Context: an optimization exercise on an open-source flow, tuned for small area, a short achievable clock period and few clock cycles per item. The choices shown serve that exercise and are no tape-out recipe.
The RTL was checked by simulation tests, not by an equivalence proof against the original design.
Power is estimated from default activity; no workload was simulated.

## flow/design.v (module list and top-level ports; edited modules follow where they fit)
// module fpu32_csa: 1844 lines
// module fpu32_cadd: 615 lines
// module fpu32_lzc: 263 lines
// module fpu32_fa: 4 lines
// module fpu32_ha: 4 lines
// module olx_fpu32: 213 lines
module olx_fpu32 (
    input  wire        clk,
    input  wire        rst,
    input  wire        in_valid,
    output wire        in_ready,
    input  wire [3:0]  in_op,
    input  wire [31:0] in_a,
    input  wire [31:0] in_b,
    input  wire [31:0] in_c,
    output reg         out_valid,
    output reg  [31:0] out_result
);
  // ...
==> flow/run.sh <==
#!/bin/bash
# synth_recipe.tcl (not shown) runs the flow's synth.tcl, then flattens the netlist and writes it again
# the make line also repeats each setting of config.mk as NAME=value (left out here)
make -C /OpenROAD-flow-scripts/flow DESIGN_CONFIG=/design/flow/config.mk WORK_HOME=/design/flow/orfs CLKGATE_MAP_FILE= SYNTH_SCRIPT=/design/flow/synth_recipe.tcl finish
==> flow/config.mk <==
export PLATFORM = sky130hd
export DESIGN_NAME = olx_fpu32
export DESIGN_NICKNAME = olx_fpu32
export VERILOG_FILES = /design/flow/design.v
export SDC_FILE = /design/flow/constraint.sdc
export NUM_CORES = 4
export LEC_CHECK = 0
export CAP_MARGIN = 20
export CORE_MARGIN = 2
export CORE_UTILIZATION = 40
export SLEW_MARGIN = 20
==> flow/constraint.sdc <==
create_clock -name core_clock -period 32.0 [get_ports {clk}]
set_input_delay 6.4000 -clock core_clock [delete_from_list [all_inputs] [get_ports {clk}]]
set_output_delay 6.4000 -clock core_clock [all_outputs]
set_load 0.01 [all_outputs]
==> flow_summary.json, run 1 <==
{
  "outcome": "timing/DRC/antenna clean",
  "holdPathStages": 0,
  "nClkBuffers": 72,
  "cts_tree": "built",
  "worstSetupPathType": "register to register",
  "track_usage_pct": 31.4,
  "intPower_mw": 3.05,
  "htree_num_levels": 2,
  "syn_nets": 6671,
  "nonClkBufAreaFrac_pct": 4.17,
  "cp.depth": 29,
  "grt_pass1_vias": 43100,
  "clock-sinks": 501,
  "die_x_um": 352,
  "finalSetupTns_ns": 0,
  "synth_area_per_cell_um2": 8.30,
  "topRoutingLayerUsed": "met5",
  "cp_data_arrival_time_ns": 9.56,
  "synthAdderAreaFrac_pct": 27.8,
  "wl_mm": 196,
  "synth_edf_count": 0,
  "ys_types": 113,
  "ys.flop_type": "dfxtp_1",
  "clkTransAtPathRegs_ns": 0.06,
  "rr_endpoint": "s1[21]",
  "avgRoutedWirePerCell_um": 26.2,
  "grt_overflow": 0,
  "inv_count": 804,
  "r2r_slack_ns": 22.98,
  "p_clk_mw": 0.693,
  "synth_top_area_cell": "fa_1",
  "dp_hpwl_mm": 153,
  "critical_path_buf_inv_count": 3,
  "synth_top_family_by_area": "adder cells",
  "p_switching_mw": 3.70,
  "synth_area_um2": 48400,
  "cp_top_family": "compound AO/OA/AOI/OAI gates",
  "synthTopCellsByCount": "inv_1 (779), nor2_1 (681), fa_1 (556)"
}
Testbench counts, summed over its fixed seeds: cycles 80,016, items 80,000.
==> run 2: changes to the inputs <==
--- a/flow/config.mk
+++ b/flow/config.mk
@@ -5,6 +5,7 @@
 export SDC_FILE = /design/flow/constraint.sdc
 export NUM_CORES = 4
 export LEC_CHECK = 0
+export ABC_AREA = 1
 export CAP_MARGIN = 20
 export CORE_MARGIN = 2
 export CORE_UTILIZATION = 40
==> run 2 against run 1 <==
  * First-iteration DRC count down 13%
  * Register-to-register slack gained 0.40 ns
  * Setup slack better by 0.25 ns
  * Global-route usage up 0.10 points
  * Synthesized area up 7.9%
  * Largest cell class unchanged
  * Highest routed layer unchanged
  * Cell count is 27% higher
  * Maximum frequency grew 2.9%
  * Sequential power decreased by 4%
  * Die area rose by 7.8%
  * Sequential cell count unchanged
==> flow_summary.json, run 2 <==
{
  "initial_core_util_pct": 40.3,
  "nets": 8571,
  "synth_area_um2": 52200,
  "synth_top_area_share_pct": 21.3,
  "holdWs_ns": 0.322,
  "fin_cells": 9520,
  "synthAdderAreaFrac_pct": 25.8,
  "yosysWarnings": 1,
  "synthMuxAreaShare_pct": 0.0959,
  "ys.flop_type": "dfxtp_1",
  "hold_buffers": 0,
  "drv_slew": 0,
  "start_kind": "primary input",
  "hold_path.class": "register to register",
  "outcome": "timing/DRC/antenna clean",
  "die_x_um": 365,
  "grt_pass1_vias": 48300,
  "synth_area_per_cell_um2": 6.70,
  "grt_first_pass_wirelength_mm": 312,
  "rsz0062_at_grt": "false",
  "timing.final.crit_share_pct": 27.4,
  "syn2layout_area_growth_pct": 9.34,
  "cts_buffers": 59,
  "ir_drop_mv": 0.0660,
  "slew_headroom_pct": 20.4,
  "grt_max_degree": 73,
  "dp_cells": 9408,
  "vias_per_cell": 5.20,
  "synth.most_common_cell": "nand2_1",
  "finClkSkew_ns": 0.0612,
  "fin_crit_ns": 8.77,
  "cts_setup_buffers": 0,
  "cp_data_arrival_time_ns": 9.32,
  "dp_hpwl_mm": 160,
  "drv_cap": 0,
  "clock-sinks": 501,
  "track_usage_pct": 31.5,
  "clkTransAtPathRegs_ns": 0.06,
  "power.leakage_nw": 31.3,
  "synthArstFlopShare_pct": 0,
  "fp.dieH_um": 365,
  "cts_tree": "built",
  "ioPinCount": 137,
  "worstSetupPathType": "primary input to register",
  "tightest_slew_ns": 1.19,
  "seq_area_frac_synth_pct": 19.2,
  "coreArea_um2": 129000,
  "top_regs": "s1 x77, x2 x77, k1 x47",
  "fmax_ghz": 0.114,
  "p_total_mw": 7.20,
  "synth_area_leaders": "fa_1 (21%), dfxtp_1 (19%), nand2_1 (16%)",
  "syn_inst": 7791,
  "setup_viol": 0,
  "insertion_delay_ns": 0.70,
  "layout_commonest_cell": "nand2_1",
  "final_core_util_pct": 44.1,
  "finalHoldViolCount": 0,
  "syn_nets": 8635,
  "row_count": 132,
  "ys_types": 76,
  "htree_num_levels": 2,
  "synthTopCellsByCount": "nand2_1 (2259), inv_1 (1679), nand3_1 (707)",
  "grt_overflow": 0,
  "ys_seq_elements": 501,
  "finalSetupTns_ns": 0,
  "root_buffer": "clkbuf_16",
  "ant_nets": 0,
  "ctsResizeCount": 0,
  "cp-end-kind": "register",
  "final_cell_mix": "nand2_1 (2259), inv_1 (1676), nand3_1 (707)",
  "crit_fanout": 37,
  "drcViolationCount": 0,
  "portBuffers": 135,
  "gp_congestion": 1.01,
  "dr.pass1.iters": 9,
  "antenna_found_initial": 10,
  "via_count": 49500,
  "wl_mm": 210,
  "cp.required_ns": 32.55,
  "cellPowerDensity_nw_per_um2": 126,
  "drtIter0Drc": 4403,
  "synth_top_area_cell": "fa_1",
  "drive_above_1_share_pct": 4.75,
  "synth_xor_area_share_pct": 2.55,
  "synth_top_family_by_area": "simple AND/OR/NAND/NOR gates",
  "synth_edf_count": 0,
  "synth_compound_area_share_pct": 7.41,
  "cts_buffer_depth": 3,
  "yosys.area_share.simple_pct": 29.8,
  "dieArea_um2": 133000,
  "avgRoutedWirePerCell_um": 22.1
}
## run 2: cell types whose count changed after synthesis, moves of 45 or more
cell,delta
a211oi_1,-45
a21oi_1,-92
a22oi_1,-48
and2_1,-117
and3_1,-54
inv_1,+900
mux2_2,-50
mux2i_1,-139
nand2_1,+1812
nand3_1,+581
nor2_1,-269
nor3_1,-72
xnor2_1,-132
xor2_1,+63
## run 2: metrics by stage
stage	setup WS [ns]	area, µm²
5_1_grt	22.67	57100
3_3_place_gp	22.53	54900
3_5_place_dp	22.55	55000
2_1_floorplan	24.34	52200
6_report	23.23	57100
4_1_cts	23.26	57100
## run 2: path summary, 6_finish.rpt
check	slack, ns	start	cells past startpoint	to
worst max-delay path	23.23	in_op[3]	8	c0[11]
worst min-delay path	0.32	sval2[30]	0	sval3[30]
worst min register to register	0.32	sval2[30]	0	sval3[30]
worst max register to register	23.38	b0[24]	35	s1[8]
## run 2: where the power goes
part	internal (mW)	leakage, nW	switching, mW
Combinational	1.67	26.1	3.71
Clock	0.430	1.01	0.303
Sequential	0.902	4.20	0.190
## run 2: layout make-up
| class | instances | area (µm²) |
|---|---|---|
| sequential | 501 | 10000 |
| antenna | 3 | 7.51 |
| inverter | 1706 | 6400 |
| clock buffer | 73 | 1590 |
| clock inverter | 36 | 515 |
| fill | 13600 | 72400 |
| timing repair buffer | 226 | 2050 |
| tap | 1742 | 2180 |
| multi-input combinational | 5233 | 34300 |
## run 2: routing by layer
metal	part of all wire, %	global-route usage, %	vias up
li1	-	-	23300
met1	41	40.3	23600
met2	46	52.2	2091
met3	7.6	4.67	458
met4	5.3	14.7	6
met5	0.016	0	-
## run 2: logic make-up after synthesis
kind of cell               count (synthesis)
muxes                                      5
DFF                                      501
buffers and inverters                   2057
and+or+nand+nor                         3662
adders and majority gates                741
xor gates and xnor gates                 149
other                                      1
AOI/OAI and AO/OA                        675
## run 2: worst max-delay path, cell delays in order
cell and delay, ns:
clkdlybuf4s50_1 0.41, nor2_1 0.26, inv_1 0.12, nor2_2 0.75, inv_1 0.69, buf_4 0.44, nand3_1 0.12, o21ai_0 0.11
==> module olx_fpu32, before the edit <==
module olx_fpu32 (
    input  wire        clk,
    input  wire        rst,
    input  wire        in_valid,
    output wire        in_ready,
    input  wire [3:0]  in_op,
    input  wire [31:0] in_a,
    input  wire [31:0] in_b,
    input  wire [31:0] in_c,
    output reg         out_valid,
    output reg  [31:0] out_result
);
    localparam [3:0] OP_FADD = 4'h0, OP_FSUB = 4'h1, OP_FMUL = 4'h2,
                     OP_FMIN = 4'h5, OP_FMAX = 4'h6, OP_FMADD = 4'h7,
                     OP_FEQ = 4'h8, OP_FLT = 4'h9, OP_FLE = 4'hA,
                     OP_FNEG = 4'hB, OP_FABS = 4'hC;
    localparam [31:0] QNAN = 32'h7FC0_0000;
    assign in_ready = 1'b1;
    reg        v0;
    reg [3:0]  op0;
    reg [31:0] a0, b0, c0;
    always @(posedge clk) begin
        v0  <= in_valid & ~rst;
        op0 <= in_op;
        a0  <= in_a;
        b0  <= (in_op == OP_FADD || in_op == OP_FSUB) ? 32'h3F80_0000 : in_b;
        c0  <= (in_op == OP_FADD) ? in_b :
               (in_op == OP_FSUB) ? {~in_b[31], in_b[30:0]} :
               (in_op == OP_FMUL) ? 32'h8000_0000 : in_c;
    end
    wire op_fma = (op0 <= OP_FMUL) | (op0 == OP_FMADD) |
                  (op0 == 4'h3) | (op0 == 4'h4) | (op0 >= 4'hD);
    wire [31:0] fa = a0;
    wire [31:0] fb = b0;
    wire [31:0] fc = c0;
    wire        sa = fa[31], sb = fb[31], sc = fc[31];
    wire [7:0]  xa = fa[30:23], xb = fb[30:23], xc = fc[30:23];
    wire        xa_z = (xa == 8'h00), xb_z = (xb == 8'h00), xc_z = (xc == 8'h00);
    wire        xa_m = (xa == 8'hFF), xb_m = (xb == 8'hFF), xc_m = (xc == 8'hFF);
    wire        fa_z = (fa[22:0] == 23'd0), fb_z = (fb[22:0] == 23'd0), fc_z = (fc[22:0] == 23'd0);
    wire a_nan = xa_m & ~fa_z, b_nan = xb_m & ~fb_z, c_nan = xc_m & ~fc_z;
    wire a_inf = xa_m & fa_z,  b_inf = xb_m & fb_z,  c_inf = xc_m & fc_z;
    wire a_zero = xa_z & fa_z, b_zero = xb_z & fb_z, c_zero = xc_z & fc_z;
    wire sp = sa ^ sb;
    wire eff_sub = sp ^ sc;
    wire [23:0] ma = {~xa_z, fa[22:0]};
    wire [23:0] mb = {~xb_z, fb[22:0]};
    wire [23:0] mc = {~xc_z, fc[22:0]};
    wire [7:0]  ea = {xa[7:1], xa[0] | xa_z};
    wire [7:0]  eb = {xb[7:1], xb[0] | xb_z};
    wire [7:0]  ec = {xc[7:1], xc[0] | xc_z};
    wire [8:0]  eab = {1'b0, ea} + {1'b0, eb};                    
    wire        p_tiny = (eab <= 9'd101);                          
    wire signed [10:0] sh_raw = $signed({2'b0, eab}) - $signed({3'b0, ec}) - 11'sd100;
    wire        sh_neg = sh_raw[10];
    wire [6:0]  sh = sh_neg ? 7'd0 : (sh_raw[9:7] != 3'b0) ? 7'd127 : sh_raw[6:0];
    wire [8:0]  es = sh_neg ? {1'b0, ec} - 9'd1 : eab - 9'd101;
    wire [100:0] cw = {mc, 77'b0} >> sh;
    reg  [23:0] cmask;
    integer j;
    always @* begin
        for (j = 0; j < 24; j = j + 1)
            cmask[j] = (sh >= 53 + j);
    end
    wire        c_st = |(mc & cmask);
    wire [76:0] c_al = {cw[100:25], c_st};
    wire [77:0] crow = {1'b0, c_al ^ {77{eff_sub}}};
    wire [77:0] t_s, t_k;
    fpu32_csa u_csa (.ma(ma), .mb(mb), .crow(crow), .s(t_s), .k(t_k));
    wire p_nan  = a_nan | b_nan | (a_inf & b_zero) | (b_inf & a_zero);
    wire p_inf  = a_inf | b_inf;
    wire p_zero = a_zero | b_zero;
    reg  [31:0] fspec;
    reg         fspec_sel;
    always @* begin
        fspec_sel = 1'b1;
        if (p_nan | c_nan)
            fspec = QNAN;
        else if (p_inf)
            fspec = (c_inf & (sc != sp)) ? QNAN : {sp, 8'hFF, 23'd0};
        else if (c_inf)
            fspec = {sc, 8'hFF, 23'd0};
        else if (p_zero)
            fspec = c_zero ? {sp & sc, 31'd0} : fc;
        else if (p_tiny)
            fspec = c_zero ? {sp, 31'd0} : fc;
        else begin
            fspec = 32'd0;
            fspec_sel = 1'b0;
        end
    end
    wire an = (a0[30:23] == 8'hFF) & (a0[22:0] != 23'd0);
    wire bn = (b0[30:23] == 8'hFF) & (b0[22:0] != 23'd0);
    wire both_zero = (a0[30:0] == 31'd0) & (b0[30:0] == 31'd0);
    wire mag_lt = a0[30:0] < b0[30:0];
    wire mag_eq = a0[30:0] == b0[30:0];
    wire a_eq_b = mag_eq & (a0[31] == b0[31]);
    wire a_lt_b = (a0[31] != b0[31]) ? a0[31] :
                  a0[31] ? ~(mag_lt | mag_eq) : mag_lt;
    wire feq = ~an & ~bn & (a_eq_b | both_zero);
    wire flt = ~an & ~bn & a_lt_b & ~both_zero;
    wire fle = feq | flt;
    reg [31:0] oth;
    always @* begin
        case (op0)
            OP_FMIN, OP_FMAX: begin
                if (an & bn)
                    oth = QNAN;
                else if (an)
                    oth = b0;
                else if (bn)
                    oth = a0;
                else if (op0 == OP_FMIN)
                    oth = (a_lt_b | a_eq_b) ? a0 : b0;
                else
                    oth = ~a_lt_b ? a0 : b0;
            end
            OP_FEQ:  oth = {31'd0, feq};
            OP_FLT:  oth = {31'd0, flt};
            OP_FLE:  oth = {31'd0, fle};
            OP_FNEG: oth = {~a0[31], a0[30:0]};
            default: oth = {1'b0, a0[30:0]};
        endcase
    end
    wire        spec_sel1 = ~op_fma | fspec_sel;
    wire [31:0] spec_val1 = op_fma ? fspec : oth;
    reg        v1;
    reg [77:0] s1, k1;
    reg        sp1, sub1;
    reg [8:0]  es1;
    reg        ssel1;
    reg [31:0] sval1;
    always @(posedge clk) begin
        v1    <= v0 & ~rst;
        s1    <= t_s;
        k1    <= t_k;
        sp1   <= sp;
        sub1  <= eff_sub;
        es1   <= es;
        ssel1 <= spec_sel1;
        sval1 <= spec_val1;
    end
    wire [78:0] sum0, sum1;
    fpu32_cadd u_add (.a(s1), .b(k1), .sum0(sum0), .sum1(sum1));
    wire        pos = sum1[77];
    wire [76:0] xm = ~sub1 ? sum0[76:0] : pos ? sum1[76:0] : ~sum0[76:0];
    wire        sres = sp1 ^ (sub1 & ~pos);
    wire [6:0]  lz;
    wire        nz;
    fpu32_lzc u_lzc (.x(xm), .z(lz), .nz(nz));
    reg        v2;
    reg [76:0] x2;
    reg [6:0]  lz2;
    reg [8:0]  es2;
    reg        sres2;
    reg        ssel2;
    reg [31:0] sval2;
    always @(posedge clk) begin
        v2    <= v1 & ~rst;
        x2    <= xm;
        lz2   <= lz;
        es2   <= es1;
        sres2 <= sres;
        ssel2 <= ssel1 | ~nz;
        sval2 <= ssel1 ? sval1 : 32'd0;     
    end
    wire [9:0]  eb3 = {1'b0, es2} - {3'b0, lz2};    
    wire        normal = ~eb3[9];
    wire [6:0]  nsh = normal ? lz2 : es2[6:0];
    wire [76:0] y6 = nsh[6] ? {x2[12:0], 64'b0} : x2;
    wire [76:0] y5 = nsh[5] ? {y6[44:0], 32'b0} : y6;
    wire [76:0] y4 = nsh[4] ? {y5[60:0], 16'b0} : y5;
    wire [76:0] y3 = nsh[3] ? {y4[68:0], 8'b0}  : y4;
    wire [76:0] y2 = nsh[2] ? {y3[72:0], 4'b0}  : y3;
    wire [76:0] y1 = nsh[1] ? {y2[74:0], 2'b0}  : y2;
    wire [76:0] y0 = nsh[0] ? {y1[75:0], 1'b0}  : y1;
    reg  [51:0] smask;
    integer i;
    always @* begin
        for (i = 0; i < 52; i = i + 1)
            smask[i] = ({1'b0, nsh} + i[7:0] <= 8'd51);
    end
    wire        st3  = |(x2[51:0] & smask);
    reg        v3;
    reg [24:0] y3r;           
    reg        st3r;
    reg [8:0]  eb3r;
    reg        sres3;
    reg        ssel3;
    reg [31:0] sval3;
    always @(posedge clk) begin
        v3    <= v2 & ~rst;
        y3r   <= y0[76:52];
        st3r  <= st3;
        eb3r  <= normal ? eb3[8:0] : 9'd0;
        sres3 <= sres2;
        ssel3 <= ssel2;
        sval3 <= sval2;
    end
    wire [23:0] kept = y3r[24:1];
    wire        rbit = y3r[0];
    wire        up   = rbit & (st3r | kept[0]);
    wire [24:0] mant = {1'b0, kept} + {24'd0, up};
    wire [9:0]  efld = {1'b0, eb3r} + {8'd0, mant[24:23]};
    wire        ovf = (efld >= 10'd255);
    wire [31:0] rounded = ovf ? {sres3, 8'hFF, 23'd0} :
                                {sres3, efld[7:0], mant[22:0]};
    wire [31:0] result = ssel3 ? sval3 : rounded;
    always @(posedge clk) begin
        out_valid  <= v3 & ~rst;
        out_result <= result;
    end
endmodule
==> run 3: changes to the inputs <==
--- a/flow/design.v
+++ b/flow/design.v
@@ -2457,6 +2457,326 @@
     assign sum0[78] = cg78;
     assign sum1[78] = cg78 | cp78;
 endmodule
+module fpu32_cmpadd (
+    input  wire [30:0] a,
+    input  wire [30:0] b,
+    output wire [31:0] sum0,
+    output wire [31:0] sum1
+);
+    wire [30:0] g0 = a & b;
+    wire [30:0] p0 = a ^ b;
+    wire gg1 = g0[1] | (p0[1] & g0[0]);
+    wire pp1 = p0[1] & p0[0];
+    wire gg2 = g0[3] | (p0[3] & g0[2]);
+    wire pp2 = p0[3] & p0[2];
+    wire gg3 = g0[5] | (p0[5] & g0[4]);
+    wire pp3 = p0[5] & p0[4];
+    wire gg4 = g0[7] | (p0[7] & g0[6]);
+    wire pp4 = p0[7] & p0[6];
+    wire gg5 = g0[9] | (p0[9] & g0[8]);
+    wire pp5 = p0[9] & p0[8];
+    wire gg6 = g0[11] | (p0[11] & g0[10]);
+    wire pp6 = p0[11] & p0[10];
+    wire gg7 = g0[13] | (p0[13] & g0[12]);
+    wire pp7 = p0[13] & p0[12];
+    wire gg8 = g0[15] | (p0[15] & g0[14]);
+    wire pp8 = p0[15] & p0[14];
+    wire gg9 = g0[17] | (p0[17] & g0[16]);
+    wire pp9 = p0[17] & p0[16];
+    wire gg10 = g0[19] | (p0[19] & g0[18]);
+    wire pp10 = p0[19] & p0[18];
+    wire gg11 = g0[21] | (p0[21] & g0[20]);
+    wire pp11 = p0[21] & p0[20];
+    wire gg12 = g0[23] | (p0[23] & g0[22]);
+    wire pp12 = p0[23] & p0[22];
+    wire gg13 = g0[25] | (p0[25] & g0[24]);
+    wire pp13 = p0[25] & p0[24];
+    wire gg14 = g0[27] | (p0[27] & g0[26]);
+    wire pp14 = p0[27] & p0[26];
+    wire gg15 = g0[29] | (p0[29] & g0[28]);
+    wire pp15 = p0[29] & p0[28];
+    wire gg16 = gg2 | (pp2 & gg1);
+    wire pp16 = pp2 & pp1;
+    wire gg17 = gg4 | (pp4 & gg3);
+    wire pp17 = pp4 & pp3;
+    wire gg18 = gg6 | (pp6 & gg5);
+    wire pp18 = pp6 & pp5;
+    wire gg19 = gg8 | (pp8 & gg7);
+    wire pp19 = pp8 & pp7;
+    wire gg20 = gg10 | (pp10 & gg9);
+    wire pp20 = pp10 & pp9;
+    wire gg21 = gg12 | (pp12 & gg11);
+    wire pp21 = pp12 & pp11;
+    wire gg22 = gg14 | (pp14 & gg13);
+    wire pp22 = pp14 & pp13;
+    wire gg23 = gg17 | (pp17 & gg16);
+    wire pp23 = pp17 & pp16;
+    wire gg24 = gg19 | (pp19 & gg18);
+    wire pp24 = pp19 & pp18;
+    wire gg25 = gg21 | (pp21 & gg20);
+    wire pp25 = pp21 & pp20;
+    wire gg26 = gg24 | (pp24 & gg23);
+    wire pp26 = pp24 & pp23;
+    wire gg27 = g0[2] | (p0[2] & gg1);
+    wire pp27 = p0[2] & pp1;
+    wire gg28 = g0[4] | (p0[4] & gg16);
+    wire pp28 = p0[4] & pp16;
+    wire gg29 = gg3 | (pp3 & gg16);
+    wire pp29 = pp3 & pp16;
+    wire gg30 = g0[6] | (p0[6] & gg29);
+    wire pp30 = p0[6] & pp29;
+    wire gg31 = g0[8] | (p0[8] & gg23);
+    wire pp31 = p0[8] & pp23;
+    wire gg32 = gg5 | (pp5 & gg23);
+    wire pp32 = pp5 & pp23;
+    wire gg33 = g0[10] | (p0[10] & gg32);
+    wire pp33 = p0[10] & pp32;
+    wire gg34 = gg18 | (pp18 & gg23);
+    wire pp34 = pp18 & pp23;
+    wire gg35 = g0[12] | (p0[12] & gg34);
+    wire pp35 = p0[12] & pp34;
+    wire gg36 = gg7 | (pp7 & gg34);
+    wire pp36 = pp7 & pp34;
+    wire gg37 = g0[14] | (p0[14] & gg36);
+    wire pp37 = p0[14] & pp36;
+    wire gg38 = g0[16] | (p0[16] & gg26);
+    wire pp38 = p0[16] & pp26;
+    wire gg39 = gg9 | (pp9 & gg26);
+    wire pp39 = pp9 & pp26;
+    wire gg40 = g0[18] | (p0[18] & gg39);
+    wire pp40 = p0[18] & pp39;
+    wire gg41 = gg20 | (pp20 & gg26);
+    wire pp41 = pp20 & pp26;
+    wire gg42 = g0[20] | (p0[20] & gg41);
+    wire pp42 = p0[20] & pp41;
+    wire gg43 = gg11 | (pp11 & gg41);
+    wire pp43 = pp11 & pp41;
+    wire gg44 = g0[22] | (p0[22] & gg43);
+    wire pp44 = p0[22] & pp43;
+    wire gg45 = gg25 | (pp25 & gg26);
+    wire pp45 = pp25 & pp26;
+    wire gg46 = g0[24] | (p0[24] & gg45);
+    wire pp46 = p0[24] & pp45;
+    wire gg47 = gg13 | (pp13 & gg45);
+    wire pp47 = pp13 & pp45;
+    wire gg48 = g0[26] | (p0[26] & gg47);
+    wire pp48 = p0[26] & pp47;
+    wire gg49 = gg22 | (pp22 & gg45);
+    wire pp49 = pp22 & pp45;
+    wire gg50 = g0[28] | (p0[28] & gg49);
+    wire pp50 = p0[28] & pp49;
+    wire gg51 = gg15 | (pp15 & gg49);
+    wire pp51 = pp15 & pp49;
+    wire gg52 = g0[30] | (p0[30] & gg51);
+    wire pp52 = p0[30] & pp51;
+    wire cg0 = 1'b0;
+    wire cp0 = 1'b1;
+    wire cg1 = g0[0];
+    wire cp1 = p0[0];
+    wire cg2 = gg1;
+    wire cp2 = pp1;
+    wire cg3 = gg27;
+    wire cp3 = pp27;
+    wire cg4 = gg16;
+    wire cp4 = pp16;
+    wire cg5 = gg28;
+    wire cp5 = pp28;
+    wire cg6 = gg29;
+    wire cp6 = pp29;
+    wire cg7 = gg30;
+    wire cp7 = pp30;
+    wire cg8 = gg23;
+    wire cp8 = pp23;
+    wire cg9 = gg31;
+    wire cp9 = pp31;
+    wire cg10 = gg32;
+    wire cp10 = pp32;
+    wire cg11 = gg33;
+    wire cp11 = pp33;
+    wire cg12 = gg34;
+    wire cp12 = pp34;
+    wire cg13 = gg35;
+    wire cp13 = pp35;
+    wire cg14 = gg36;
+    wire cp14 = pp36;
+    wire cg15 = gg37;
+    wire cp15 = pp37;
+    wire cg16 = gg26;
+    wire cp16 = pp26;
+    wire cg17 = gg38;
+    wire cp17 = pp38;
+    wire cg18 = gg39;
+    wire cp18 = pp39;
+    wire cg19 = gg40;
+    wire cp19 = pp40;
+    wire cg20 = gg41;
+    wire cp20 = pp41;
+    wire cg21 = gg42;
+    wire cp21 = pp42;
+    wire cg22 = gg43;
+    wire cp22 = pp43;
+    wire cg23 = gg44;
+    wire cp23 = pp44;
+    wire cg24 = gg45;
+    wire cp24 = pp45;
+    wire cg25 = gg46;
+    wire cp25 = pp46;
+    wire cg26 = gg47;
+    wire cp26 = pp47;
+    wire cg27 = gg48;
+    wire cp27 = pp48;
+    wire cg28 = gg49;
+    wire cp28 = pp49;
+    wire cg29 = gg50;
+    wire cp29 = pp50;
+    wire cg30 = gg51;
+    wire cp30 = pp51;
+    wire cg31 = gg52;
+    wire cp31 = pp52;
+    assign sum0[0] = p0[0] ^ cg0;
+    assign sum1[0] = p0[0] ^ (cg0 | cp0);
+    assign sum0[1] = p0[1] ^ cg1;
+    assign sum1[1] = p0[1] ^ (cg1 | cp1);
+    assign sum0[2] = p0[2] ^ cg2;
+    assign sum1[2] = p0[2] ^ (cg2 | cp2);
+    assign sum0[3] = p0[3] ^ cg3;
+    assign sum1[3] = p0[3] ^ (cg3 | cp3);
+    assign sum0[4] = p0[4] ^ cg4;
+    assign sum1[4] = p0[4] ^ (cg4 | cp4);
+    assign sum0[5] = p0[5] ^ cg5;
+    assign sum1[5] = p0[5] ^ (cg5 | cp5);
+    assign sum0[6] = p0[6] ^ cg6;
+    assign sum1[6] = p0[6] ^ (cg6 | cp6);
+    assign sum0[7] = p0[7] ^ cg7;
+    assign sum1[7] = p0[7] ^ (cg7 | cp7);
+    assign sum0[8] = p0[8] ^ cg8;
+    assign sum1[8] = p0[8] ^ (cg8 | cp8);
+    assign sum0[9] = p0[9] ^ cg9;
+    assign sum1[9] = p0[9] ^ (cg9 | cp9);
+    assign sum0[10] = p0[10] ^ cg10;
+    assign sum1[10] = p0[10] ^ (cg10 | cp10);
+    assign sum0[11] = p0[11] ^ cg11;
+    assign sum1[11] = p0[11] ^ (cg11 | cp11);
+    assign sum0[12] = p0[12] ^ cg12;
+    assign sum1[12] = p0[12] ^ (cg12 | cp12);
+    assign sum0[13] = p0[13] ^ cg13;
+    assign sum1[13] = p0[13] ^ (cg13 | cp13);
+    assign sum0[14] = p0[14] ^ cg14;
+    assign sum1[14] = p0[14] ^ (cg14 | cp14);
+    assign sum0[15] = p0[15] ^ cg15;
+    assign sum1[15] = p0[15] ^ (cg15 | cp15);
+    assign sum0[16] = p0[16] ^ cg16;
+    assign sum1[16] = p0[16] ^ (cg16 | cp16);
+    assign sum0[17] = p0[17] ^ cg17;
+    assign sum1[17] = p0[17] ^ (cg17 | cp17);
+    assign sum0[18] = p0[18] ^ cg18;
+    assign sum1[18] = p0[18] ^ (cg18 | cp18);
+    assign sum0[19] = p0[19] ^ cg19;
+    assign sum1[19] = p0[19] ^ (cg19 | cp19);
+    assign sum0[20] = p0[20] ^ cg20;
+    assign sum1[20] = p0[20] ^ (cg20 | cp20);
+    assign sum0[21] = p0[21] ^ cg21;
+    assign sum1[21] = p0[21] ^ (cg21 | cp21);
+    assign sum0[22] = p0[22] ^ cg22;
+    assign sum1[22] = p0[22] ^ (cg22 | cp22);
+    assign sum0[23] = p0[23] ^ cg23;
+    assign sum1[23] = p0[23] ^ (cg23 | cp23);
+    assign sum0[24] = p0[24] ^ cg24;
+    assign sum1[24] = p0[24] ^ (cg24 | cp24);
+    assign sum0[25] = p0[25] ^ cg25;
+    assign sum1[25] = p0[25] ^ (cg25 | cp25);
+    assign sum0[26] = p0[26] ^ cg26;
+    assign sum1[26] = p0[26] ^ (cg26 | cp26);
+    assign sum0[27] = p0[27] ^ cg27;
+    assign sum1[27] = p0[27] ^ (cg27 | cp27);
+    assign sum0[28] = p0[28] ^ cg28;
+    assign sum1[28] = p0[28] ^ (cg28 | cp28);
+    assign sum0[29] = p0[29] ^ cg29;
+    assign sum1[29] = p0[29] ^ (cg29 | cp29);
+    assign sum0[30] = p0[30] ^ cg30;
+    assign sum1[30] = p0[30] ^ (cg30 | cp30);
+    assign sum0[31] = cg31;
+    assign sum1[31] = cg31 | cp31;
+endmodule
+module fpu32_inc24 (input wire [23:0] x, output wire [24:0] y);
+    wire a1 = x[1] & x[0];
+    wire a2 = x[3] & x[2];
+    wire a3 = x[5] & x[4];
+    wire a4 = x[7] & x[6];
+    wire a5 = x[9] & x[8];
+    wire a6 = x[11] & x[10];
+    wire a7 = x[13] & x[12];
+    wire a8 = x[15] & x[14];
+    wire a9 = x[17] & x[16];
+    wire a10 = x[19] & x[18];
+    wire a11 = x[21] & x[20];
+    wire a12 = x[23] & x[22];
+    wire a13 = x[2] & a1;
+    wire a14 = a2 & a1;
+    wire a15 = x[6] & a3;
+    wire a16 = a4 & a3;
+    wire a17 = x[10] & a5;
+    wire a18 = a6 & a5;
+    wire a19 = x[14] & a7;
+    wire a20 = a8 & a7;
+    wire a21 = x[18] & a9;
+    wire a22 = a10 & a9;
+    wire a23 = x[22] & a11;
+    wire a24 = a12 & a11;
+    wire a25 = x[4] & a14;
+    wire a26 = a3 & a14;
+    wire a27 = a15 & a14;
+    wire a28 = a16 & a14;
+    wire a29 = x[12] & a18;
+    wire a30 = a7 & a18;
+    wire a31 = a19 & a18;
+    wire a32 = a20 & a18;
+    wire a33 = x[20] & a22;
+    wire a34 = a11 & a22;
+    wire a35 = a23 & a22;
+    wire a36 = a24 & a22;
+    wire a37 = x[8] & a28;
+    wire a38 = a5 & a28;
+    wire a39 = a17 & a28;
+    wire a40 = a18 & a28;
+    wire a41 = a29 & a28;
+    wire a42 = a30 & a28;
+    wire a43 = a31 & a28;
+    wire a44 = a32 & a28;
+    wire a45 = x[16] & a44;
+    wire a46 = a9 & a44;
+    wire a47 = a21 & a44;
+    wire a48 = a22 & a44;
+    wire a49 = a33 & a44;
+    wire a50 = a34 & a44;
+    wire a51 = a35 & a44;
+    wire a52 = a36 & a44;
+    assign y[0] = ~x[0];
+    assign y[1] = x[1] ^ x[0];
+    assign y[2] = x[2] ^ a1;
+    assign y[3] = x[3] ^ a13;
+    assign y[4] = x[4] ^ a14;
+    assign y[5] = x[5] ^ a25;
+    assign y[6] = x[6] ^ a26;
+    assign y[7] = x[7] ^ a27;
+    assign y[8] = x[8] ^ a28;
+    assign y[9] = x[9] ^ a37;
+    assign y[10] = x[10] ^ a38;
+    assign y[11] = x[11] ^ a39;
+    assign y[12] = x[12] ^ a40;
+    assign y[13] = x[13] ^ a41;
+    assign y[14] = x[14] ^ a42;
+    assign y[15] = x[15] ^ a43;
+    assign y[16] = x[16] ^ a44;
+    assign y[17] = x[17] ^ a45;
+    assign y[18] = x[18] ^ a46;
+    assign y[19] = x[19] ^ a47;
+    assign y[20] = x[20] ^ a48;
+    assign y[21] = x[21] ^ a49;
+    assign y[22] = x[22] ^ a50;
+    assign y[23] = x[23] ^ a51;
+    assign y[24] = a52;
+endmodule
 module fpu32_lzc (
     input  wire [76:0] x,
     output wire [6:0] z,
@@ -2781,7 +3101,8 @@
     wire [7:0]  ec = {xc[7:1], xc[0] | xc_z};
     wire [8:0]  eab = {1'b0, ea} + {1'b0, eb};                    
     wire        p_tiny = (eab <= 9'd101);                          
-    wire signed [10:0] sh_raw = $signed({2'b0, eab}) - $signed({3'b0, ec}) - 11'sd100;
+    wire [10:0] sh_raw = {3'b0, xa} + {3'b0, xb} + {3'b111, ~xc} +
+                         {10'b0, xa_z} + {10'b0, xb_z} + {10'b0, ~xc_z} - 11'd100;
     wire        sh_neg = sh_raw[10];
     wire [6:0]  sh = sh_neg ? 7'd0 : (sh_raw[9:7] != 3'b0) ? 7'd127 : sh_raw[6:0];
     wire [8:0]  es = sh_neg ? {1'b0, ec} - 9'd1 : eab - 9'd101;
@@ -2822,8 +3143,10 @@
     wire an = (a0[30:23] == 8'hFF) & (a0[22:0] != 23'd0);
     wire bn = (b0[30:23] == 8'hFF) & (b0[22:0] != 23'd0);
     wire both_zero = (a0[30:0] == 31'd0) & (b0[30:0] == 31'd0);
-    wire mag_lt = a0[30:0] < b0[30:0];
-    wire mag_eq = a0[30:0] == b0[30:0];
+    wire [31:0] cmp0, cmp1;
+    fpu32_cmpadd u_cmp (.a(a0[30:0]), .b(~b0[30:0]), .sum0(cmp0), .sum1(cmp1));
+    wire mag_lt = ~cmp1[31];
+    wire mag_eq = cmp1[31] & ~cmp0[31];
     wire a_eq_b = mag_eq & (a0[31] == b0[31]);
     wire a_lt_b = (a0[31] != b0[31]) ? a0[31] :
                   a0[31] ? ~(mag_lt | mag_eq) : mag_lt;
@@ -2884,19 +3207,17 @@
     reg [8:0]  es2;
     reg        sres2;
     reg        ssel2;
-    reg [31:0] sval2;
     always @(posedge clk) begin
         v2    <= v1 & ~rst;
-        x2    <= xm;
+        x2    <= ssel1 ? {45'd0, sval1} : xm;
         lz2   <= lz;
         es2   <= es1;
         sres2 <= sres;
         ssel2 <= ssel1 | ~nz;
-        sval2 <= ssel1 ? sval1 : 32'd0;     
     end
     wire [9:0]  eb3 = {1'b0, es2} - {3'b0, lz2};    
     wire        normal = ~eb3[9];
-    wire [6:0]  nsh = normal ? lz2 : es2[6:0];
+    wire [6:0]  nsh = ssel2 ? 7'd52 : normal ? lz2 : es2[6:0];
     wire [76:0] y6 = nsh[6] ? {x2[12:0], 64'b0} : x2;
     wire [76:0] y5 = nsh[5] ? {y6[44:0], 32'b0} : y6;
     wire [76:0] y4 = nsh[4] ? {y5[60:0], 16'b0} : y5;
@@ -2908,7 +3229,7 @@
     integer i;
     always @* begin
         for (i = 0; i < 52; i = i + 1)
-            smask[i] = ({1'b0, nsh} + i[7:0] <= 8'd51);
+            smask[i] = (nsh <= 51 - i);
     end
     wire        st3  = |(x2[51:0] & smask);
     reg        v3;
@@ -2917,25 +3238,25 @@
     reg [8:0]  eb3r;
     reg        sres3;
     reg        ssel3;
-    reg [31:0] sval3;
     always @(posedge clk) begin
         v3    <= v2 & ~rst;
         y3r   <= y0[76:52];
         st3r  <= st3;
-        eb3r  <= normal ? eb3[8:0] : 9'd0;
+        eb3r  <= ssel2 ? {2'b0, x2[31:25]} : normal ? eb3[8:0] : 9'd0;
         sres3 <= sres2;
         ssel3 <= ssel2;
-        sval3 <= sval2;
     end
     wire [23:0] kept = y3r[24:1];
     wire        rbit = y3r[0];
     wire        up   = rbit & (st3r | kept[0]);
-    wire [24:0] mant = {1'b0, kept} + {24'd0, up};
+    wire [24:0] kinc;
+    fpu32_inc24 u_inc (.x(kept), .y(kinc));
+    wire [24:0] mant = up ? kinc : {1'b0, kept};
     wire [9:0]  efld = {1'b0, eb3r} + {8'd0, mant[24:23]};
     wire        ovf = (efld >= 10'd255);
     wire [31:0] rounded = ovf ? {sres3, 8'hFF, 23'd0} :
                                 {sres3, efld[7:0], mant[22:0]};
-    wire [31:0] result = ssel3 ? sval3 : rounded;
+    wire [31:0] result = ssel3 ? {eb3r[6:0], y3r} : rounded;
     always @(posedge clk) begin
         out_valid  <= v3 & ~rst;
         out_result <= result;
--- a/flow/config.mk
+++ b/flow/config.mk
@@ -5,8 +5,8 @@
 export SDC_FILE = /design/flow/constraint.sdc
 export NUM_CORES = 4
 export LEC_CHECK = 0
-export ABC_AREA = 1
 export CAP_MARGIN = 20
 export CORE_MARGIN = 2
-export CORE_UTILIZATION = 40
+export CORE_UTILIZATION = 65
+export PLACE_DENSITY = 0.75
 export SLEW_MARGIN = 20
==> run 3 against run 2 <==
  * Power down 17%
  * Non-clock buffer count grew 14
  * Combinational power down 19%
  * Cell count decreased by 33%
  * Wire length down 21%
  * Clock skew is 0.016 ns lower
  * Largest power group unchanged
  * Register-to-register slack improved by 0.68 ns
  * Critical path depth up 15
  * First-iteration DRC count grew 26%
  * Critical endpoint is now s1[23]
  * Still clean on timing, DRC and antenna
  * Sequential share of layout area about the same
==> flow_summary.json, run 3 <==
{
  "synth_area_leaders": "fa_1 (24%), dfxtp_1 (19%), inv_1 (6.4%)",
  "drive_above_1_share_pct": 6.03,
  "grt_first_pass_wirelength_mm": 251,
  "wl_mm": 167,
  "synth_top_area_cell": "fa_1",
  "placed_cell_area_um2": 48000,
  "ir_drop_mv": 0.0994,
  "die_x_um": 269,
  "comb_power_share_pct": 72.8,
  "tightest_slew_ns": 1.15,
  "fp.dieH_um": 269,
  "worstHoldStart": "es1[7]",
  "track_usage_pct": 45.6,
  "start_kind": "register",
  "clkTransAtPathRegs_ns": 0.07,
  "ys.flop_type": "dfxtp_1",
  "dieArea_um2": 72600,
  "power.leakage_nw": 21.9,
  "synthArstFlopShare_pct": 0,
  "yosysWarnings": 1,
  "htree_num_levels": 2,
  "root_buffer": "clkbuf_16",
  "synth_edf_count": 0,
  "syn_nets": 6209,
  "worstSetupPathType": "register to register",
  "cts_tree": "built",
  "ctsResizeCount": 0,
  "power_frac_seq_pct": 16.9,
  "finalSetupTns_ns": 0,
  "synth_area_per_cell_um2": 8.54,
  "cts_buffer_depth": 3,
  "power.share.clock_pct": 10.3,
  "crit_top_cell": "fa_1",
  "top_regs": "s1 x77, x2 x77, k1 x47",
  "cts_setup_buffers": 0,
  "cellPowerDensity_nw_per_um2": 120,
  "slew_headroom_pct": 22.3,
  "hold_path.class": "register to register",
  "drtIter0Drc": 5547,
  "coreArea_um2": 69900,
  "finalHoldViolCount": 0,
  "synth_area_um2": 45800,
  "p_sw_share_pct": 54.7,
  "avgRoutedWirePerCell_um": 26.3,
  "clock-sinks": 437,
  "path_cells": "nor4_2 > buf_4 > nand2_1 > fa_1 > fa_1 > inv_1 > fa_1 > a21o_1 > a21oi_1 > o21ai_1 > nand2_1 > o21bai_2 > buf_4 > o41ai_1 > nor2_4 > buf_4 > mux2i_1 > nor2_1 > a21oi_1 > or3_1 > a31oi_1 > xor2_1 > fa_1",
  "grt_pass1_vias": 40600,
  "drcViolationCount": 0,
  "fmax_ghz": 0.126,
  "cpMaxStageDelayCell": "fa_1",
  "fill_cells": 5507,
  "cp-end-kind": "register",
  "ys_seq_elements": 437,
  "synth.most_common_cell": "inv_1",
  "p_switching_mw": 3.26,
  "antenna_found_initial": 16,
  "portBuffers": 135,
  "intPower_mw": 2.70,
  "cp.required_ns": 32.51,
  "drv_cap": 0,
  "final_cell_mix": "inv_1 (775), fa_1 (559), nand2_1 (457)",
  "setup_viol": 0,
  "hold_buffers": 0,
  "stdcell_area_um2": 49800,
  "dr.pass1.iters": 6,
  "cts_buffers": 48,
  "row_count": 97,
  "syn_inst": 5361,
  "finClkSkew_ns": 0.0455,
  "layout_commonest_cell": "inv_1",
  "grt_max_degree": 92,
  "crit_fanout": 44,
  "synthTopCellsByCount": "inv_1 (775), fa_1 (559), nand2_1 (457)",
  "ioPinCount": 137,
  "outcome": "timing/DRC/antenna clean",
  "initial_core_util_pct": 65.5,
  "grt_overflow": 0,
  "rsz0062_at_grt": "false",
  "dp_hpwl_mm": 125,
  "cp_data_arrival_time_ns": 8.44,
  "ys_types": 113,
  "seq_area_frac_synth_pct": 19.1,
  "synth_top_area_share_pct": 24.4,
  "slowest_delay_ns": 0.65,
  "gp_congestion": 1.04,
  "r2r_start": "a0[24]",
  "nets": 6206,
  "vias_per_cell": 6.53,
  "ant_nets": 0,
  "cp-startpoint": "a0[24]",
  "via_count": 41400,
  "drv_slew": 0,
  "insertion_delay_ns": 0.64,
  "syn2layout_area_growth_pct": 8.71,
  "fin_crit_ns": 7.94,
  "timing.final.crit_share_pct": 24.8
}
-- run 3: worst max-delay path: cells and delay by family (launching register included) --
kind / cells / cell delay [ns]
buffers and inverters: 4 / 1.15
XOR/XNOR: 1 / 0.26
multiplexers: 1 / 0.19
adder cells (fa/ha/maj): 4 / 1.75
AO/OA/AOI/OAI: 7 / 2.04
flip-flops: 1 / 0.43
AND/OR/NAND/NOR: 6 / 1.93
-- run 3: power groups by stage --
stage / clock, mW / combinational (mW) / sequential (mW)
after floorplan: 0 / 2.61 / 0.910
after global placement: 0 / 4.05 / 0.995
after detailed placement: 0 / 4.15 / 0.999
after CTS: 0.618 / 4.19 / 0.990
after global routing: 0.640 / 4.67 / 1.01
final: 0.614 / 4.34 / 1.00
-- run 3: cells by family (layout without fill, tap and decap cells) --
kind of cell	Yosys count	in the layout	share of synthesized area [%]
AND/OR/NAND/NOR	1680	1680	18.9
buffers and inverters	1074	1106	9.04
adder cells (fa/ha/maj)	747	747	29.6
multiplexers	193	193	4.64
flip-flops	437	437	19.1
XOR/XNOR	182	182	3.48
other	1	6	0.00819
AO/OA/AOI/OAI	1047	1047	15.3
-- run 3: cell type report --
cell class	count	area, µm²	share of cell area, %
sequential	437	8750	17.6
timing repair buffer	240	2140	4.30
clock buffer	64	1380	2.78
tap	940	1180	2.36
multi-input combinational	3850	33000	66.3
antenna	5	12.5	0.0251
inverter	781	2930	5.90
clock inverter	21	373	0.749
-- run 3: metrics by stage --
step | power (mW) | util [%] | hold slack, ns | cells | setup WS [ns]
global route | 6.33 | 71.2 | 0.340 | 6334 | 23.78
CTS | 5.79 | 71.2 | 0.329 | 6333 | 24.12
finish | 5.96 | 71.2 | 0.327 | 6338 | 24.06
detailed placement | 5.15 | 68.7 | 0.315 | 6248 | 23.74
floorplan | 3.52 | - | 0.310 | 5361 | 24.04
global placement | 5.05 | 68.7 | 0.311 | 6248 | 23.82
-- run 3: worst paths after layout --
check                           slack, ns      to  depth (start not counted)
worst min register to register       0.33  es2[7]                          0
worst max register to register      24.06  s1[23]                         23
worst max-delay path                24.06  s1[23]                         23
worst min-delay path                 0.33  es2[7]                          0
-- run 3: metal layers --
layer / share of wire (%) / vias up / global-route usage (%)
li1: - / 17800 / -
met5: 0.041 / - / 0
met1: 36 / 20000 / 58.7
met2: 44 / 2882 / 69.4
met3: 12 / 703 / 10.7
met4: 7.7 / 10 / 28.8
Testbench counts of run 3, summed over its fixed seeds: cycles 80,016, items 80,000.

[static timing again, ports no longer ideal]
The results above use ideal ports. As a check the final layouts listed here were re-extracted and re-timed, cells and wires unchanged.
Step 1: set_driving_cell puts a clkbuf_16 on clk and a buf_2 on each other input, an assumption about the parent block.
Step 2 adds t to the input delays and takes it off the output delays; t is the mean of the earliest and latest rising clock arrival at the registers after step 1. Input paths then give back, and output paths get back, about the clock's delay inside the block.
Three values: ideal, step 1, step 2; two values: the first two.
| run | t, ns | slack for setup (ns) | hold WS [ns] | worst setup path at the end |
|---|---|---|---|---|
| run 1 | 0.740 | 22.980 / 22.980 / 22.980 | 0.324 / 0.324 / 0.324 | register to register |
| run 2 | 0.744 | 23.234 / 23.278 / 22.533 | 0.322 / 0.322 / 0.322 | input to register |
| run 3 | 0.692 | 24.061 / 24.061 / 23.859 | 0.327 / 0.327 / 0.327 | input to register |
After both steps every run listed still meets setup and hold. For run 2, which loses most, drivers alone change the setup slack by +0.044 ns; drivers and shift together by -0.701 ns.
